Background: an optimization exercise with open tools, aiming at small area, a short achievable clock period and few clock cycles per item. Do not read the settings as production practice.

==> job 7478 <==
## aes_enc_core
module aes_enc_core (
    input  wire         clk,
    input  wire         rst,         
    input  wire         key_load,    
    input  wire [1:0]   key_len,     
    input  wire [255:0] key,         
    input  wire         in_valid,
    output reg          in_ready,
    input  wire [127:0] in_data,
    output reg          out_valid,
    output wire [127:0] out_data
);
Settings: LEC_CHECK=0, CAP_MARGIN=20, CORE_MARGIN=2, CORE_UTILIZATION=40, SLEW_MARGIN=20; clock period 10.0 ns.
standard.sh (not shown) runs the stock make flow with config.mk's settings and CLKGATE_MAP_FILE= SYNTH_SCRIPT=/design/flow/synth_recipe.tcl, a recipe that flattens the netlist after the stock synthesis.
==> flow/flow/run.sh <==
#!/bin/bash
# Own layout flow: the standard flow (standard.sh, with its synthesis
# script and steps) with these settings changed:
#  - synthesis maps the logic with the ABC script in flow/abc.script (an
#    area-oriented mapping) instead of ORFS's speed script;
#  - the make variables listed in flow/make_vars.txt (one VAR=value per
#    line) are added to both make runs: among them SETUP_SLACK_MARGIN, so
#    that the timing repair steps aim for extra setup slack and the layout is
#    sized for a short period, although the clock stays at the design's.
# Each tool's output goes to a log file of its own in this folder.
set -uo pipefail
W=$PWD
SD=$W/scripts_own
rm -rf "$SD"; mkdir -p "$SD"
for f in "$FLOW_HOME"/scripts/*; do ln -s "$f" "$SD/"; done
rm -f "$SD/abc_area.script"; cp "$W/flow/abc.script" "$SD/abc_area.script"
VARS=()
if [[ -f "$W/flow/make_vars.txt" ]]; then
  while IFS= read -r line; do
    [[ -z "$line" || "$line" == \#* ]] && continue
    VARS+=("$line")
  done < "$W/flow/make_vars.txt"
fi
bash standard.sh SCRIPTS_DIR="$SD" ABC_AREA=1 "${VARS[@]}" synth > "$W/synth.log" 2>&1 || { tail -30 "$W/synth.log"; exit 1; }
bash standard.sh "${VARS[@]}" finish > "$W/layout.log" 2>&1 || { tail -30 "$W/layout.log"; exit 1; }
==> flow/flow/abc.script <==
strash
dch
map -a
==> flow/flow/make_vars.txt <==
SETUP_SLACK_MARGIN=6.5
BUFFER_PORTS_ARGS=-buffer_cell sky130_fd_sc_hd__buf_2
==> job 5588 (differences from job 7478) <==
CORE_UTILIZATION = 60   (was 40)
==> job 6174 (differences from job 7478) <==
--- a/flow/design.v
+++ b/flow/design.v
@@ -698,53 +698,58 @@
     wire        lastM = (rM == nr);
     wire        contM = vM && !lastM;                
     wire        accept = in_valid && in_ready;
     wire        xacc = accept && !yslot;             
     reg  [255:0] ks;
     reg  [255:0] kw;
     reg  [31:0]  ksi;                
+    reg          ksi_rot;            
     reg  [47:0]  km;                 
     wire [31:0] K0 = kw[255:224], K1 = kw[223:192], K2 = kw[191:160], K3 = kw[159:128];
     wire [31:0] K4 = kw[127:96],  K5 = kw[95:64],   K6 = kw[63:32],   K7 = kw[31:0];
     wire [31:0] S7 = ks[31:0];
+    wire [31:0] kin = ksi_rot ? {ksi[23:0], ksi[31:24]} : ksi;
     wire [47:0] km_d;
     wire [31:0] kb;                  
     genvar g;
     generate
         for (g = 0; g < 4; g = g + 1) begin : g_ksb
-            aes_sbox_front u_f (.a(ksi[31-8*g -: 8]), .m(km_d[47-12*g -: 12]));
+            aes_sbox_front u_f (.a(kin[31-8*g -: 8]), .m(km_d[47-12*g -: 12]));
             aes_sbox_back  u_b (.m(km[47-12*g -: 12]), .y(kb[31-8*g -: 8]));
         end
     endgenerate
     reg         c_en;                
     reg         c_fix;               
-    reg  [1:0]  c_b;                 
+    reg  [2:0]  c_b;                 
     reg         c_t4, c_t2;          
     reg  [7:0]  c_rc;                
     reg         c_rot, c_x4;         
-    wire [31:0] B0 = (c_b == 2'd2) ? K4 : (c_b == 2'd1) ? K2 : K0;
-    wire [31:0] B1 = (c_b == 2'd2) ? K5 : (c_b == 2'd1) ? K3 : K1;
-    wire [31:0] B2 = (c_b == 2'd2) ? K6 : (c_b == 2'd1) ? K4 : K2;
-    wire [31:0] B3 = (c_b == 2'd2) ? K7 : (c_b == 2'd1) ? K5 : K3;
-    wire [31:0] x7 = {32{c_t4 | c_t2}} & K7;
-    wire [31:0] y7 = {32{c_t2}} & K7;
-    wire [31:0] Q1 = B0 ^ B1;
+    reg         k_sel;               
+    wire [31:0] B0 = ({32{c_b[2]}} & K4) | ({32{c_b[1]}} & K2) | ({32{c_b[0]}} & K0);
+    wire [31:0] B1 = ({32{c_b[2]}} & K5) | ({32{c_b[1]}} & K3) | ({32{c_b[0]}} & K1);
+    wire [31:0] B2 = ({32{c_b[2]}} & K6) | ({32{c_b[1]}} & K4) | ({32{c_b[0]}} & K2);
+    wire [31:0] B3 = ({32{c_b[2]}} & K7) | ({32{c_b[1]}} & K5) | ({32{c_b[0]}} & K3);
     wire        c01 = !(c_t4 | c_t2);                
     wire        c23 = !c_t2;                         
     wire [31:0] rcw = {c_rc, 24'h000000};
-    wire [31:0] P0 = B0 ^ x7 ^ ({32{c01}} & rcw);
-    wire [31:0] P1 = Q1 ^ x7 ^ ({32{c01}} & rcw);
-    wire [31:0] P2 = ({32{!c_t4}} & Q1) ^ B2 ^ y7 ^ ({32{c23}} & rcw);
-    wire [31:0] P3 = P2 ^ B3;
+    wire [31:0] Q01 = B0 ^ B1;
+    wire [31:0] Q23 = B2 ^ B3;
+    wire [31:0] zQ  = {32{!c_t4}} & Q01;
+    wire [31:0] e0  = ({32{c_t4 | c_t2}} & K7) ^ ({32{c01}} & rcw);
+    wire [31:0] e2  = ({32{c_t2}} & K7) ^ ({32{c23}} & rcw);
+    wire [31:0] P0 = B0 ^ e0;
+    wire [31:0] P1 = Q01 ^ e0;
+    wire [31:0] P2 = zQ ^ (B2 ^ e2);
+    wire [31:0] P3 = zQ ^ (Q23 ^ e2);
     wire [31:0] n0 = P0 ^ ({32{c01}} & kb);
     wire [31:0] n1 = P1 ^ ({32{c01}} & kb);
     wire [31:0] n2 = P2 ^ ({32{c23}} & kb);
     wire [31:0] n3 = P3 ^ ({32{c23}} & kb);
-    wire [31:0] nx = P3 ^ ({32{c_x4}} & (K6 ^ K7)) ^ ({32{c23}} & kb);
-    wire [31:0] nxr = c_rot ? {nx[23:0], nx[31:24]} : nx;
+    wire [31:0] P3x = zQ ^ ((Q23 ^ e2) ^ ({32{c_x4}} & (K6 ^ K7)));
+    wire [31:0] nx  = P3x ^ ({32{c23}} & kb);
     reg  [127:0] s;                  
     reg  [191:0] m;                  
     reg  [127:0] outr;
     assign out_data = outr;
     wire [127:0] ark = s ^ kw[255:128];
     wire [191:0] m_d;
     generate
@@ -766,15 +771,16 @@
         end
     endgenerate
     always @(posedge clk) begin
         m    <= m_d;
         s    <= contM ? mix : in_data;
         outr <= sub ^ kw[127:0];
         km   <= km_d;
-        ksi  <= (c_en && kp != 3'd1) ? nxr : {S7[23:0], S7[31:24]};
+        ksi     <= k_sel ? nx : S7;
+        ksi_rot <= k_sel ? c_rot : 1'b1;
     end
     function [3:0] mod3;             
         input [3:0] r;
         mod3 = r % 3;
     endfunction
     function [7:0] rcon_of;          
         input [3:0] r;
@@ -827,27 +833,28 @@
             vM        <= vS;
             yslot     <= xacc;
             in_ready  <= krdy_n && (np_n || xacc);
             out_valid <= vM && lastM;
             c_en      <= st_n || (kp == 3'd2 && !l256);
             c_fix     <= kp == 3'd2 && !l256;
         end
+        k_sel <= !rst && (st_n || (kp == 3'd2 && !l256)) && !key_load;
         xS <= xS_n;
         rS <= rS_n;
         xM <= xS;
         rM <= rS;
         if (kp == 3'd2 && !l256) begin
-            c_b   <= 2'd0;
+            c_b   <= 3'b001;
             c_t4  <= 1'b0;
             c_t2  <= 1'b0;
             c_rc  <= 8'h01;
             c_rot <= 1'b1;
             c_x4  <= 1'b0;
         end else begin
-            c_b   <= l128 ? 2'd2 : l192 ? 2'd1 : 2'd0;
+            c_b   <= {l128, l192, l256};
             c_t4  <= l192 && m3c == 4'd0;
             c_t2  <= l192 && m3c == 4'd1;
             c_rc  <= (l256 && !rS[0]) ? 8'h00 : rcon_of(rS, l128, l192);
             c_rot <= l128 || (l256 && r1[0]) || (l192 && m3n != 4'd1);
             c_x4  <= l192 && m3n == 4'd0;
         end
         if (key_load) begin
==> flow/flow/abc.script (replaced) <==
&get -n
&st
&dch
&nf -a -R 1000
&put
CORE_UTILIZATION = 50   (was 40)
==> results.txt <==
status complete, no violations; relative slew slack approximately a fifth; Worst EP required about 11000 ps; CP most frequent cell xnor2_1; multi-input logic area around 0.045 mm^2; Cell Area, Placed about 0.073 mm^2; Final Worst Setup Slack roughly 6400 ps; Buffers excl. clock 757; largest net degree at the start of global routing 155
the above is filed under job 6174

==> results.txt <==
SO Faults antenna violations; Buffers excl. clock ~790; Antenna Violating Nets Remaining 1; status finished with violations; multi-input logic area about 0.044 mm^2
the above is filed under job 5588

==> results.txt <==
status complete, no violations; Cell Area, Placed between 0.07 and 0.08 mm^2; Worst EP required roughly 11000 ps; Buffers excl. clock 752; relative slew slack roughly 25%; Final Worst Setup Slack approximately 6400 ps; top-count cell post-synth nand2_1; multi-input logic area between 0.04 and 0.05 mm^2; Core Util, Final a little under 50%
the above is filed under job 7478

Function was not checked in any run of this note: the RTL went through the layout flow alone.

[what the ideal ports hide]
No port has a modelled driver above. Below, the same layouts with a new extraction and two added sets of constraints. Step 1, drivers: a clkbuf_16 drives clk and a buf_2 each remaining input, both assumed. Step 2 also shifts input and output timing later by t, the mid clock arrival at the registers, as if the neighbouring blocks saw the same clock. Three values: ideal, step 1, step 2; two values: the first two.
run | t, ns | slack for setup (ns) | clock arrival spread, ns
job 7478 | 0.890 | 6.430 / 6.430 / 5.697 | 0.050 / 0.050
job 5588 | 0.823 | 6.437 / 6.437 / 5.743 | 0.037 / 0.037
job 6174 | 0.845 | 6.432 / 6.432 / 5.693 | 0.029 / 0.029
For job 6174, which loses most, drivers alone change the setup slack by 0.000 ns; drivers and shift together by -0.739 ns.
